Source: an optimization exercise on an open RTL-to-GDS flow (aim: small area, a short achievable clock period and few clock cycles). Production flows keep margins and buffers that such runs may drop.
Function was checked by simulation only, so behaviour that the tests miss may differ from the original.
Power figures rest on the tool's default switching activity, not on a simulated workload.

### design/flow/config.mk
export PLATFORM = sky130hd
export DESIGN_NAME = stoker_core
export DESIGN_NICKNAME = stoker_core
export VERILOG_FILES = /design/flow/design.v
export SDC_FILE = /design/flow/constraint.sdc
export NUM_CORES = 4
export LEC_CHECK = 0
export CAP_MARGIN = 20
export CORE_MARGIN = 2
export CORE_UTILIZATION = 30
export PLACE_DENSITY = 0.45
export SLEW_MARGIN = 20
### design/flow/design.v
module stoker_core (
    input             clk,
    input             rst,
    output     [11:0] i_addr,
    input      [31:0] i_rdata,
    output            d_req,
    output            d_we,
    output     [12:0] d_addr,
    output     [3:0]  d_be,
    output     [31:0] d_wdata,
    input      [31:0] d_rdata,
    output reg        halted,
    output reg        except,
    output reg [1:0]  exc_class,
    output reg [2:0]  exc_sub,
    output reg [13:0] exc_pc,
    output reg [31:0] exc_insn,
    output reg [31:0] exc_addr
);
    reg [511:0] wf;             
    reg [39:0]  a0, a1;         
    reg [3:1]   p;              
    reg         fl_n, fl_z, fl_c, fl_v, fl_s;
    reg [11:0]  pc_f;           
    reg         e_valid;        
    reg [11:0]  e_pc;
    reg         hold_valid;
    reg [31:0]  ir_hold;
    reg         ld_pend;        
    reg [3:0]   ld_rd;
    reg [1:0]   ld_size;        
    reg [1:0]   ld_off;
    assign i_addr = pc_f;
    wire [31:0] ir   = hold_valid ? ir_hold : i_rdata;
    wire [5:0]  op   = ir[31:26];
    wire [1:0]  pr   = ir[25:24];
    wire [3:0]  rd   = ir[23:20];
    wire [3:0]  ra   = ir[19:16];
    wire [3:0]  rb   = ir[15:12];
    wire [3:0]  fn   = ir[11:8];
    wire [15:0] imm16 = ir[15:0];
    wire [19:0] off20 = ir[19:0];
    wire [31:0] va = wf[ra*32 +: 32];
    wire [31:0] vb = wf[rb*32 +: 32];
    wire [31:0] vd = wf[rd*32 +: 32];
    wire [31:0] imm_s = {{16{imm16[15]}}, imm16};
    wire [31:0] imm_z = {16'd0, imm16};
    function cond_true;
        input [3:0] c;
        input n, z, cy, v, s;
        begin
            case (c)
                4'd0:  cond_true = z;
                4'd1:  cond_true = !z;
                4'd2:  cond_true = n != v;
                4'd3:  cond_true = n == v;
                4'd4:  cond_true = !z && (n == v);
                4'd5:  cond_true = z || (n != v);
                4'd6:  cond_true = !cy;
                4'd7:  cond_true = cy;
                4'd8:  cond_true = cy && !z;
                4'd9:  cond_true = !cy || z;
                4'd10: cond_true = n;
                4'd11: cond_true = !n;
                4'd12: cond_true = v;
                4'd13: cond_true = !v;
                4'd14: cond_true = s;
                default: cond_true = 1'b1;
            endcase
        end
    endfunction
    function [41:0] qprod;
        input [15:0] u, v;
        reg signed [31:0] pm;
        begin
            pm = $signed(u) * $signed(v);
            qprod = {{9{pm[31]}}, pm, 1'b0};
        end
    endfunction
    function [31:0] clz32;
        input [31:0] x;
        integer k;
        reg found;
        begin
            clz32 = 32'd32;
            found = 1'b0;
            for (k = 31; k >= 0; k = k - 1) begin
                if (!found && x[k]) begin
                    clz32 = 31 - k;
                    found = 1'b1;
                end
            end
        end
    endfunction
    reg [31:0] ld_val;
    always @(*) begin
        case (ld_size)
            2'd1:    ld_val = ld_off[1] ? {{16{d_rdata[31]}}, d_rdata[31:16]}
                                        : {{16{d_rdata[15]}}, d_rdata[15:0]};
            2'd2: begin
                case (ld_off)
                    2'd0: ld_val = {{24{d_rdata[7]}},  d_rdata[7:0]};
                    2'd1: ld_val = {{24{d_rdata[15]}}, d_rdata[15:8]};
                    2'd2: ld_val = {{24{d_rdata[23]}}, d_rdata[23:16]};
                    default: ld_val = {{24{d_rdata[31]}}, d_rdata[31:24]};
                endcase
            end
            default: ld_val = d_rdata;
        endcase
    end
    wire run   = e_valid && !halted;
    wire stall = run && ld_pend && (ra == ld_rd || rb == ld_rd || rd == ld_rd);
    wire pred  = (pr == 2'd0) ? 1'b1 : p[pr];
    wire go    = run && !stall && pred;
    reg [31:0] op2;
    always @(*) begin
        case (op)
            6'h11, 6'h12, 6'h1D: op2 = imm_s;
            6'h13, 6'h14, 6'h15, 6'h16, 6'h17, 6'h18: op2 = imm_z;
            default: op2 = vb;
        endcase
    end
    wire [32:0] add33 = {1'b0, va} + {1'b0, op2};
    wire [32:0] sub33 = {1'b0, va} + {1'b0, ~op2} + 33'd1;
    wire        add_v = (va[31] == op2[31]) && (add33[31] != va[31]);
    wire        sub_v = (va[31] != op2[31]) && (sub33[31] != va[31]);
    wire [4:0]  shamt = op2[4:0];
    wire [32:0] shl33 = {1'b0, va} << shamt;
    wire [32:0] shr33 = {va, 1'b0} >> shamt;
    wire [32:0] sar33 = $signed({va, 1'b0}) >>> shamt;
    wire [31:0] mul32 = va * vb;
    wire        mx    = ir[20];
    wire [41:0] acc_x = mx ? {{2{a1[39]}}, a1} : {{2{a0[39]}}, a0};
    wire [41:0] acc0  = {{2{a0[39]}}, a0};
    wire [41:0] acc1  = {{2{a1[39]}}, a1};
    wire [41:0] p_ll  = qprod(va[15:0],  vb[15:0]);
    wire [41:0] p_hh  = qprod(va[31:16], vb[31:16]);
    wire [41:0] p_lh  = qprod(va[15:0],  vb[31:16]);
    wire [41:0] p_hl  = qprod(va[31:16], vb[15:0]);
    wire        sx    = ir[16];
    wire [4:0]  sshift = ir[7:3];
    wire [2:0]  smode = ir[2:0];
    wire [39:0] sacc  = sx ? a1 : a0;
    wire [40:0] sv    = $signed({sacc[39], sacc}) >>> sshift;
    wire [40:0] shalf = (sshift == 5'd0) ? 41'd0 : (41'd1 << (sshift - 5'd1));
    wire [40:0] sradd = (sshift == 5'd0) ? 41'd0 : (sacc[39] ? shalf - 41'd1 : shalf);
    wire [40:0] srnd  = $signed({sacc[39], sacc} + sradd) >>> sshift;
    wire [31:0] maddr = va + imm_s;
    wire [31:0] btgt  = {18'd0, e_pc, 2'b00} + {{10{off20[19]}}, off20, 2'b00};
    wire        bfar  = btgt[31:14] != 18'd0;
    wire [31:0] loopv = vd - 32'd1;
    reg        ill_op, ill_field;
    reg        x_drange_adr, x_drange_aln, x_fetch;
    reg        wr_en;
    reg [3:0]  wr_rd;
    reg [31:0] wr_val;
    reg        set_nz, set_c, set_v;
    reg        c_val, v_val;
    reg        a0_we, a1_we, s_set;
    reg [41:0] a0_new, a1_new;
    reg        p_we;
    reg [1:0]  p_idx;
    reg        p_val;
    reg        redirect;
    reg [11:0] r_tgt;
    reg        do_halt;
    reg        mem_rd, mem_wr;
    reg [1:0]  mem_size;
    reg [3:0]  st_be;
    reg [31:0] st_data;
    reg        c_tmp;
    reg [41:0] t42;
    always @(*) begin
        ill_op = 1'b0; ill_field = 1'b0;
        x_drange_adr = 1'b0; x_drange_aln = 1'b0; x_fetch = 1'b0;
        wr_en = 1'b0; wr_rd = rd; wr_val = 32'd0;
        set_nz = 1'b0; set_c = 1'b0; set_v = 1'b0;
        c_val = 1'b0; v_val = 1'b0;
        a0_we = 1'b0; a1_we = 1'b0; s_set = 1'b0;
        a0_new = 42'd0; a1_new = 42'd0;
        p_we = 1'b0; p_idx = ir[23:22]; p_val = 1'b0;
        redirect = 1'b0; r_tgt = btgt[13:2];
        do_halt = 1'b0;
        mem_rd = 1'b0; mem_wr = 1'b0; mem_size = 2'd0;
        st_be = 4'd0; st_data = 32'd0;
        c_tmp = 1'b0; t42 = 42'd0;
        case (op)
            6'h01, 6'h11: begin
                if (op == 6'h01 && ir[11:0] != 12'd0) ill_field = 1'b1;
                wr_en = 1'b1; wr_val = add33[31:0];
                set_nz = 1'b1; set_c = 1'b1; set_v = 1'b1;
                c_val = add33[32]; v_val = add_v;
            end
            6'h02, 6'h12: begin
                if (op == 6'h02 && ir[11:0] != 12'd0) ill_field = 1'b1;
                wr_en = 1'b1; wr_val = sub33[31:0];
                set_nz = 1'b1; set_c = 1'b1; set_v = 1'b1;
                c_val = sub33[32]; v_val = sub_v;
            end
            6'h03, 6'h13: begin
                if (op == 6'h03 && ir[11:0] != 12'd0) ill_field = 1'b1;
                wr_en = 1'b1; wr_val = va & op2; set_nz = 1'b1;
            end
            6'h04, 6'h14: begin
                if (op == 6'h04 && ir[11:0] != 12'd0) ill_field = 1'b1;
                wr_en = 1'b1; wr_val = va | op2; set_nz = 1'b1;
            end
            6'h05, 6'h15: begin
                if (op == 6'h05 && ir[11:0] != 12'd0) ill_field = 1'b1;
                wr_en = 1'b1; wr_val = va ^ op2; set_nz = 1'b1;
            end
            6'h06, 6'h16: begin
                if (op == 6'h06 ? (ir[11:0] != 12'd0) : (imm16[15:5] != 11'd0)) ill_field = 1'b1;
                wr_en = 1'b1; wr_val = shl33[31:0];
                set_nz = 1'b1; set_c = 1'b1; c_val = shl33[32];
            end
            6'h07, 6'h17: begin
                if (op == 6'h07 ? (ir[11:0] != 12'd0) : (imm16[15:5] != 11'd0)) ill_field = 1'b1;
                wr_en = 1'b1; wr_val = shr33[32:1];
                set_nz = 1'b1; set_c = 1'b1; c_val = shr33[0];
            end
            6'h08, 6'h18: begin
                if (op == 6'h08 ? (ir[11:0] != 12'd0) : (imm16[15:5] != 11'd0)) ill_field = 1'b1;
                wr_en = 1'b1; wr_val = sar33[32:1];
                set_nz = 1'b1; set_c = 1'b1; c_val = sar33[0];
            end
            6'h09: begin
                if (ir[11:0] != 12'd0) ill_field = 1'b1;
                wr_en = 1'b1; wr_val = mul32; set_nz = 1'b1;
            end
            6'h0A: begin
                if (ir[11:0] != 12'd0) ill_field = 1'b1;
                wr_en = 1'b1; wr_val = ($signed(va) < $signed(vb)) ? va : vb; set_nz = 1'b1;
            end
            6'h0B: begin
                if (ir[11:0] != 12'd0) ill_field = 1'b1;
                wr_en = 1'b1; wr_val = ($signed(va) > $signed(vb)) ? va : vb; set_nz = 1'b1;
            end
            6'h0C: begin
                if (ir[15:0] != 16'd0) ill_field = 1'b1;
                wr_en = 1'b1; wr_val = clz32(va); set_nz = 1'b1;
            end
            6'h0D, 6'h1D: begin
                if (rd != 4'd0 || (op == 6'h0D && ir[11:0] != 12'd0)) ill_field = 1'b1;
                set_nz = 1'b1; set_c = 1'b1; set_v = 1'b1;
                c_val = sub33[32]; v_val = sub_v;
            end
            6'h1E: begin
                if (ra != 4'd0) ill_field = 1'b1;
                wr_en = 1'b1; wr_val = imm_z; set_nz = 1'b1;
            end
            6'h1F: begin
                if (ra != 4'd0) ill_field = 1'b1;
                wr_en = 1'b1; wr_val = {imm16, vd[15:0]}; set_nz = 1'b1;
            end
            6'h0E: begin
                if (ir[19:12] != 8'd0 || ir[5:0] != 6'd0 || ir[23:22] == 2'd0 ||
                    (ir[7:6] == 2'd3 && fn != 4'd15))
                    ill_field = 1'b1;
                c_tmp = (ir[21:20] == 2'd0) ? 1'b1 : p[ir[21:20]];
                p_we = 1'b1;
                case (ir[7:6])
                    2'd0: p_val = cond_true(fn, fl_n, fl_z, fl_c, fl_v, fl_s);
                    2'd1: p_val = c_tmp & cond_true(fn, fl_n, fl_z, fl_c, fl_v, fl_s);
                    2'd2: p_val = c_tmp | cond_true(fn, fl_n, fl_z, fl_c, fl_v, fl_s);
                    default: p_val = !c_tmp;
                endcase
            end
            6'h0F: begin
                if (ir[23:21] != 3'd0 || fn > 4'd7 || ir[7:0] != 8'd0 ||
                    (fn == 4'd6 && (ra != 4'd0 || rb != 4'd0)) ||
                    (fn == 4'd7 && rb != 4'd0))
                    ill_field = 1'b1;
                case (fn)
                    4'd0: t42 = acc_x + p_ll;
                    4'd1: t42 = acc_x - p_ll;
                    4'd2: t42 = p_ll;
                    4'd3: t42 = acc_x + p_hh;
                    4'd6: t42 = 42'd0;
                    4'd7: t42 = {{10{va[31]}}, va};
                    default: t42 = 42'd0;
                endcase
                if (fn == 4'd4) begin
                    a0_we = 1'b1; a1_we = 1'b1;
                    a0_new = acc0 + p_ll - p_hh;
                    a1_new = acc1 + p_lh + p_hl;
                end else if (fn == 4'd5) begin
                    a0_we = 1'b1; a1_we = 1'b1;
                    a0_new = acc0 + p_ll + p_hh;
                    a1_new = acc1 + p_hl - p_lh;
                end else begin
                    a0_we = !mx; a1_we = mx;
                    a0_new = t42; a1_new = t42;
                end
                s_set = (a0_we && (a0_new[41:39] != 3'b000 && a0_new[41:39] != 3'b111)) ||
                        (a1_we && (a1_new[41:39] != 3'b000 && a1_new[41:39] != 3'b111));
            end
            6'h10: begin
                if (ir[19:17] != 3'd0 || rb != 4'd0 || fn != 4'd0 || smode > 3'd3)
                    ill_field = 1'b1;
                wr_en = 1'b1;
                case (smode)
                    3'd0: begin
                        if ($signed(sv) > $signed(41'h000_7FFF_FFFF)) begin
                            wr_val = 32'h7FFF_FFFF; s_set = 1'b1;
                        end else if ($signed(sv) < $signed(41'h1FF_8000_0000)) begin
                            wr_val = 32'h8000_0000; s_set = 1'b1;
                        end else wr_val = sv[31:0];
                    end
                    3'd1: begin
                        if ($signed(sv) > $signed(41'd32767)) begin
                            wr_val = 32'h0000_7FFF; s_set = 1'b1;
                        end else if ($signed(sv) < $signed(41'h1FF_FFFF_8000)) begin
                            wr_val = 32'hFFFF_8000; s_set = 1'b1;
                        end else wr_val = sv[31:0];
                    end
                    3'd2: begin
                        if ($signed(srnd) > $signed(41'd32767)) begin
                            wr_val = 32'h0000_7FFF; s_set = 1'b1;
                        end else if ($signed(srnd) < $signed(41'h1FF_FFFF_8000)) begin
                            wr_val = 32'hFFFF_8000; s_set = 1'b1;
                        end else wr_val = srnd[31:0];
                    end
                    default: wr_val = sv[31:0];
                endcase
            end
            6'h20, 6'h21, 6'h22, 6'h23, 6'h24, 6'h25: begin
                mem_size = (op == 6'h20 || op == 6'h23) ? 2'd0 :
                           (op == 6'h21 || op == 6'h24) ? 2'd1 : 2'd2;
                if (maddr[31:15] != 17'd0)
                    x_drange_adr = 1'b1;
                else if ((mem_size == 2'd0 && maddr[1:0] != 2'd0) ||
                         (mem_size == 2'd1 && maddr[0]))
                    x_drange_aln = 1'b1;
                mem_rd = (op == 6'h20 || op == 6'h21 || op == 6'h22);
                mem_wr = (op == 6'h23 || op == 6'h24 || op == 6'h25);
                case (mem_size)
                    2'd0: begin st_be = 4'b1111; st_data = vd; end
                    2'd1: begin st_be = maddr[1] ? 4'b1100 : 4'b0011; st_data = {2{vd[15:0]}}; end
                    default: begin st_be = 4'b0001 << maddr[1:0]; st_data = {4{vd[7:0]}}; end
                endcase
            end
            6'h28, 6'h2A: begin
                if (rd != 4'd0) ill_field = 1'b1;
                redirect = 1'b1; x_fetch = bfar;
                if (op == 6'h2A) begin
                    wr_en = 1'b1; wr_rd = 4'd15;
                    wr_val = {18'd0, e_pc, 2'b00} + 32'd4;
                end
            end
            6'h29: begin
                if (cond_true(rd, fl_n, fl_z, fl_c, fl_v, fl_s)) begin
                    redirect = 1'b1; x_fetch = bfar;
                end
            end
            6'h2B: begin
                if (rd != 4'd0 || ir[15:0] != 16'd0) ill_field = 1'b1;
                redirect = 1'b1; r_tgt = va[13:2];
            end
            6'h2C: begin
                wr_en = 1'b1; wr_val = loopv;
                if (loopv != 32'd0) begin
                    redirect = 1'b1; x_fetch = bfar;
                end
            end
            6'h2E: begin
                if (ir[23:0] != 24'd0) ill_field = 1'b1;
                do_halt = 1'b1;
            end
            6'h3F: begin
                if (ir[23:0] != 24'd0) ill_field = 1'b1;
            end
            default: ill_op = 1'b1;
        endcase
    end
    wire exc      = ill_op || ill_field || x_drange_adr || x_drange_aln || x_fetch;
    wire commit   = go && !exc;
    assign d_req   = commit && (mem_rd || mem_wr);
    assign d_we    = commit && mem_wr;
    assign d_addr  = maddr[14:2];
    assign d_be    = st_be;
    assign d_wdata = st_data;
    wire rf_we = go && !exc && wr_en;
    genvar gi;
    generate
        for (gi = 0; gi < 16; gi = gi + 1) begin : g_rf
            always @(posedge clk) begin
                if (rst)
                    wf[gi*32 +: 32] <= 32'd0;
                else if (rf_we && wr_rd == gi)
                    wf[gi*32 +: 32] <= wr_val;
                else if (ld_pend && ld_rd == gi)
                    wf[gi*32 +: 32] <= ld_val;
            end
        end
    endgenerate
    always @(posedge clk) begin
        if (rst) begin
            a0 <= 40'd0; a1 <= 40'd0;
            p <= 3'd0;
            fl_n <= 1'b0; fl_z <= 1'b0; fl_c <= 1'b0; fl_v <= 1'b0; fl_s <= 1'b0;
            pc_f <= 12'd0;
            e_valid <= 1'b0;
            e_pc <= 12'd0;
            hold_valid <= 1'b0;
            ir_hold <= 32'd0;
            ld_pend <= 1'b0;
            ld_rd <= 4'd0; ld_size <= 2'd0; ld_off <= 2'd0;
            halted <= 1'b0; except <= 1'b0;
            exc_class <= 2'd0; exc_sub <= 3'd0; exc_pc <= 14'd0;
            exc_insn <= 32'd0; exc_addr <= 32'd0;
        end else begin
            ld_pend <= 1'b0;
            if (!halted) begin
                if (stall) begin
                    hold_valid <= 1'b1;
                    ir_hold <= ir;
                end else begin
                    hold_valid <= 1'b0;
                    e_pc <= pc_f;
                    pc_f <= pc_f + 12'd1;
                    e_valid <= 1'b1;
                    if (go && exc) begin
                        halted <= 1'b1; except <= 1'b1;
                        exc_pc <= {e_pc, 2'b00};
                        exc_insn <= ir;
                        exc_addr <= 32'd0;
                        if (ill_op) begin
                            exc_class <= 2'd1; exc_sub <= 3'd1;
                        end else if (ill_field) begin
                            exc_class <= 2'd1; exc_sub <= 3'd2;
                        end else if (x_drange_adr) begin
                            exc_class <= 2'd3; exc_sub <= 3'd1; exc_addr <= maddr;
                        end else if (x_drange_aln) begin
                            exc_class <= 2'd3; exc_sub <= 3'd2; exc_addr <= maddr;
                        end else begin
                            exc_class <= 2'd1; exc_sub <= 3'd3;
                        end
                    end else if (commit) begin
                        if (set_nz) begin
                            fl_n <= wr_en ? wr_val[31] : sub33[31];
                            fl_z <= wr_en ? (wr_val == 32'd0) : (sub33[31:0] == 32'd0);
                        end
                        if (set_c) fl_c <= c_val;
                        if (set_v) fl_v <= v_val;
                        if (s_set) fl_s <= 1'b1;
                        if (a0_we) a0 <= a0_new[39:0];
                        if (a1_we) a1 <= a1_new[39:0];
                        if (p_we) p[p_idx] <= p_val;
                        if (mem_rd) begin
                            ld_pend <= 1'b1;
                            ld_rd <= rd;
                            ld_size <= mem_size;
                            ld_off <= maddr[1:0];
                        end
                        if (do_halt) halted <= 1'b1;
                        if (redirect) begin
                            pc_f <= r_tgt;
                            e_valid <= 1'b0;
                        end
                    end
                end
            end
        end
    end
endmodule
### design/flow/run.sh
#!/bin/bash
# synth_recipe.tcl (not shown) runs the flow's synth.tcl, then flattens the netlist and writes it again
# the make line also repeats each setting of config.mk as NAME=value (left out here)
make -C /OpenROAD-flow-scripts/flow DESIGN_CONFIG=/design/flow/config.mk WORK_HOME=/design/flow/orfs CLKGATE_MAP_FILE= SYNTH_SCRIPT=/design/flow/synth_recipe.tcl finish
### design/flow/constraint.sdc
create_clock -name core_clock -period 24.0 [get_ports {clk}]
set_input_delay 4.8000 -clock core_clock [delete_from_list [all_inputs] [get_ports {clk}]]
set_output_delay 4.8000 -clock core_clock [all_outputs]
set_load 0.01 [all_outputs]
==> results by group <==
Logic synthesis
  • Mapped cell area: between 100000 and 150000 sq um
  • Post-synth EDFFs: 0
  • Avg Cell Area, Syn: 7.54 sq um
  • Seq/Total Area, Yosys: a little over a tenth
  • Count of cell types in the netlist: 110
  • Synth warn: 1
  • Flop and latch count out of synthesis: 748
  • Most used DFF post-synth: dfxtp_1
  • Cells after Synth: between 15000 and 20000
  • Async SR Flop Fraction: 0%

Routing
  • Total routed wirelength: 806000 microns
  • WL met3: around 75000 microns
  • Met2 Routed Length: between 300000 and 400000 microns
  • Via density: 5.89
  • DR pass1 iterations: 9
  • DR top layer: met5
  • Metal-1 WL: between 300000 and 400000 microns
  • Wire length per cell: ~33 microns
  • DR DRC count: 0
  • Via Count: ~140k
  • Initial DRC Count: between 15000 and 20000
  • Antenna-violating nets left: 0

Critical path
  • Critical path arrival: 21.09 ns
  • R2R setup slack: ~6.7 ns
  • Critical Path Fanout Max: roughly 120
  • Setup Crit Path Kind: primary input to flip-flop
  • Worst setup endpoint: fl_s$_SDFFE_PP0P_
  • Slowest stage delay, CP: between 0.7 and 0.8 ns
  • Slowest stage cell on the critical path: a221oi_1
  • Worst reg2reg path depth: 48
  • Crit path launch: i_rdata[13]
  • Type of element capturing the critical path: flip-flop
  • Worst setup SP type: primary input
  • CP required: approximately 25 ns
  • Reg2Reg Launch Point: hold_valid$_SDFFE_PP0N_
  • FF-to-FF End: fl_s$_SDFFE_PP0P_

Clocking
  • CTS tree: built
  • Post_cts resized: 0
  • Sinks on Clock Net: 748
  • Post-CTS Setup Bufs: 0
  • Clk latency of the worst-skew pair: ~0.96 ns
  • Htree depth: 3
  • CTS max path bufs: 4
  • CTS Buf Count: 107
  • Root buf cell: clkbuf_16
  • Hold Buf Count CTS: 0
  • CTS clk-pin slew, worst paths: ~0.06 ns

Die
  • IO Count: 214
  • Initial core utilization: a little under a third
  • Core outline area: between 400000 and 500000 sq um
  • DIE WIDTH: around 700 microns
  • Die Span Y: between 600 and 700 microns
  • Rows: approximately 250
  • Die area: between 400000 and 500000 sq um

STA
  • TNS Setup: 0 ns
  • Fmax: 49.4 MHz
  • Post-route clock period utilization: a little over four fifths
  • Max_slew headroom: 6.00%
  • Tmin final: around 20 ns
  • RSZ-0062 raised after global routing: no
  • Final Worst Setup Slack: between 3 and 4 ns
  • Final Max Slew Viols: 0
  • Worst Tran Pin Value: about 1.4 ns
  • Fin Clk Skew: 0.120 ns
  • Final Hold Fails: 0
  • Final setup fails: 0

Finish
  • Fill cells: around 49000
  • Share of cells above drive strength 1: about 7.4%
  • Layout Area Growth over Synthesis: 10.7%
  • NumNets Final: 20490

Place
  • Routability cong.: 1.05
  • Pre-CTS WS: between 3 and 4 ns
  • # port buffers: 210
  • Dpl hpwl: 604000 microns

Power and ir drop
  • Pleak: between 60 and 70 nW
  • Total Power: roughly 4.7 mW
  • Pwr Density: 30.5 nW/um^2
  • Peak supply drop: approximately 0.075 mV

Global routing
  • Largest net degree at the start of global routing: about 150
  • Gr ovfl total: 0
  • First-pass GRT wire length: 1110000 microns
  • GRT Util Overall: 33.6%
  • Antenna violations before repair: 54
  • Vias in the first global route: roughly 140k

Worst hold path
  • Min-delay worst type: flip-flop to flip-flop

Run
  • Max_cap viols: 0

Outcome
  • Status: no timing/DRC/antenna violations
logic make-up (layout without fill, tap and decap cells):
| kind of cell | Yosys count | after routing | synth area share, % |
|---|---|---|---|
| muxes | 791 | 791 | 7.50 |
| DFF | 748 | 748 | 10.8 |
| other | 1 | 48 | 0.00271 |
| adders and majority gates | 2411 | 2411 | 29.9 |
| and+or+nand+nor | 6067 | 6067 | 18.6 |
| xor gates and xnor gates | 492 | 492 | 3.12 |
| AOI/OAI and AO/OA | 4415 | 4415 | 20.5 |
| buffers and inverters | 3419 | 3163 | 9.55 |
cells in the final DEF, fill, tap and decap left out, drive strengths merged, types with 102 or more instances in the layout:
master | netlist | layout
nor2 | 1746 | 1746
and3 | 170 | 170
a211oi | 385 | 385
clkbuf | 928 | 154
a31oi | 108 | 108
xor2 | 139 | 139
o21ai | 870 | 870
nand2 | 2915 | 2915
a311oi | 131 | 131
ha | 918 | 918
o22ai | 133 | 133
nand2b | 102 | 102
o211ai | 305 | 305
clkdlybuf4s50 | 0 | 209
mux4 | 185 | 185
a21oi | 1395 | 1395
xnor2 | 353 | 353
dfxtp | 748 | 748
buf | 322 | 594
inv | 2144 | 2148
nand3 | 420 | 420
a21o | 141 | 141
mux2i | 548 | 548
fa | 1493 | 1493
nor3 | 262 | 262
a22oi | 105 | 105
sequential cells by signal, indices dropped and copies added, names as in the netlist, 2 cells and up:
name and cells:
ir_hold 32, exc_insn 32, pc_f 12, exc_sub 2, a1 40, exc_addr 32, ld_off 2, exc_pc 12
exc_class 2, ld_size 2, p 3, a0 40, e_pc 12, wf 512, ld_rd 4
synth_stat cells, drive strengths merged (26+ instances only):
cell type  count  share of area [%]
nand2       2915                7.9
inv         2144                5.8
nor2        1746                4.8
fa          1493                 22
a21oi       1395                5.1
clkbuf       928                2.5
ha           918                8.3
o21ai        870                3.2
dfxtp        748                 11
mux2i        548                4.0
nand3        420                1.5
a211oi       385                2.1
xnor2        353                2.2
buf          322                1.1
o211ai       305                1.7
nor3         262               0.96
mux4         185                3.0
and3         170               0.77
a21o         141               0.77
xor2         139               0.88
o22ai        133               0.61
a311oi       131               0.83
a31oi        108               0.49
a22oi        105               0.57
nand2b       102               0.46
a221oi       101               0.65
o21a          88               0.48
o21bai        81               0.44
o31ai         79               0.44
nor2b         75               0.34
or3           70               0.32
nand4         59               0.27
mux2          58               0.47
o221ai        56               0.36
nor4          54               0.26
a2111oi       46               0.30
and2          45               0.20
o2111ai       39               0.25
or2           34               0.15
or4           33               0.18
o31a          32               0.20
a221o         30               0.22
a21boi        26               0.14
layer usage:
metal  track usage, %  up-vias
li1                 -    61638
met1             43.4    71330
met2             51.1     8168
met3             6.73     1898
met4             21.6       28
met5                0        -
report_power, final:
| group | switching, mW | internal, mW |
|---|---|---|
| Combinational | 1.23 | 0.487 |
| Sequential | 0.00526 | 1.25 |
| Clock | 0.718 | 0.985 |
per-stage QoR:
stage               instances  util [%]  hold WS (ns)  instance area, sq um
floorplan               18351         -         0.432                138000
global placement        24047      32.5         0.441                149000
detailed placement      24051      32.5         0.444                149000
CTS                     24242      33.3         0.453                153000
global route            24247      33.3         0.479                153000
finish                  24284      33.3         0.448                153000
worst min-delay path by stage:
stage	from	slack, ns	depth (start not counted)	to
2_1_floorplan	a1[1]$_SDFFE_PP0P_	0.43	2	a1[1]$_SDFFE_PP0P_
4_1_cts	exc_addr[1]$_SDFFE_PP0P_	0.45	2	exc_addr[1]$_SDFFE_PP0P_
5_1_grt	a1[1]$_SDFFE_PP0P_	0.48	2	a1[1]$_SDFFE_PP0P_
6_report	exc_addr[1]$_SDFFE_PP0P_	0.45	2	exc_addr[1]$_SDFFE_PP0P_
3_5_place_dp	exc_addr[1]$_SDFFE_PP0P_	0.44	2	exc_addr[1]$_SDFFE_PP0P_
3_3_place_gp	a1[1]$_SDFFE_PP0P_	0.44	2	a1[1]$_SDFFE_PP0P_
critical path: cells and delay by family:
family / cells / cell delay [ns]
mux: 2 / 1.04
simple gates: 10 / 2.74
buf+inv: 11 / 3.39
xor+xnor: 1 / 0.16
compound gates: 19 / 4.83
fa+ha+maj: 9 / 3.76
cell type report:
type	count	area, sq um	area share (%)
repair buffers	803	6730	4.40
well taps	6149	7690	5.03
flip-flops and latches	748	15000	9.79
diodes	40	100	0.0654
clock inverters	37	468	0.306
inverters	2169	8170	5.34
clock buffers	154	3060	2.00
multi-input cells	14184	112000	73.1
Testbench counts, summed over its fixed seeds: cycles 132,410.

## static timing again, ports no longer ideal
The results above use ideal ports. As a check the final layout listed here was re-extracted and re-timed, cells and wires unchanged.
Step 1 assumes that a clkbuf_16 drives the clock port and a buf_2 every other input.
Step 2 times the ports against the registers' clock, not the clock port: input delays grow and output delays shrink by t, the midpoint of the rising clock arrivals with the driver on.
Three values: no drivers, after step 1, after step 2; two values: the first two.
shift t [ns]: 1.014
setup slack, ns: 3.755 / 3.834 / 2.820
worst register clock-pin slew, ns: 0.07 / 0.07
After both steps this run still meets setup and hold. The setup slack of this run moves by +0.079 ns with the drivers and by -0.935 ns with both steps.
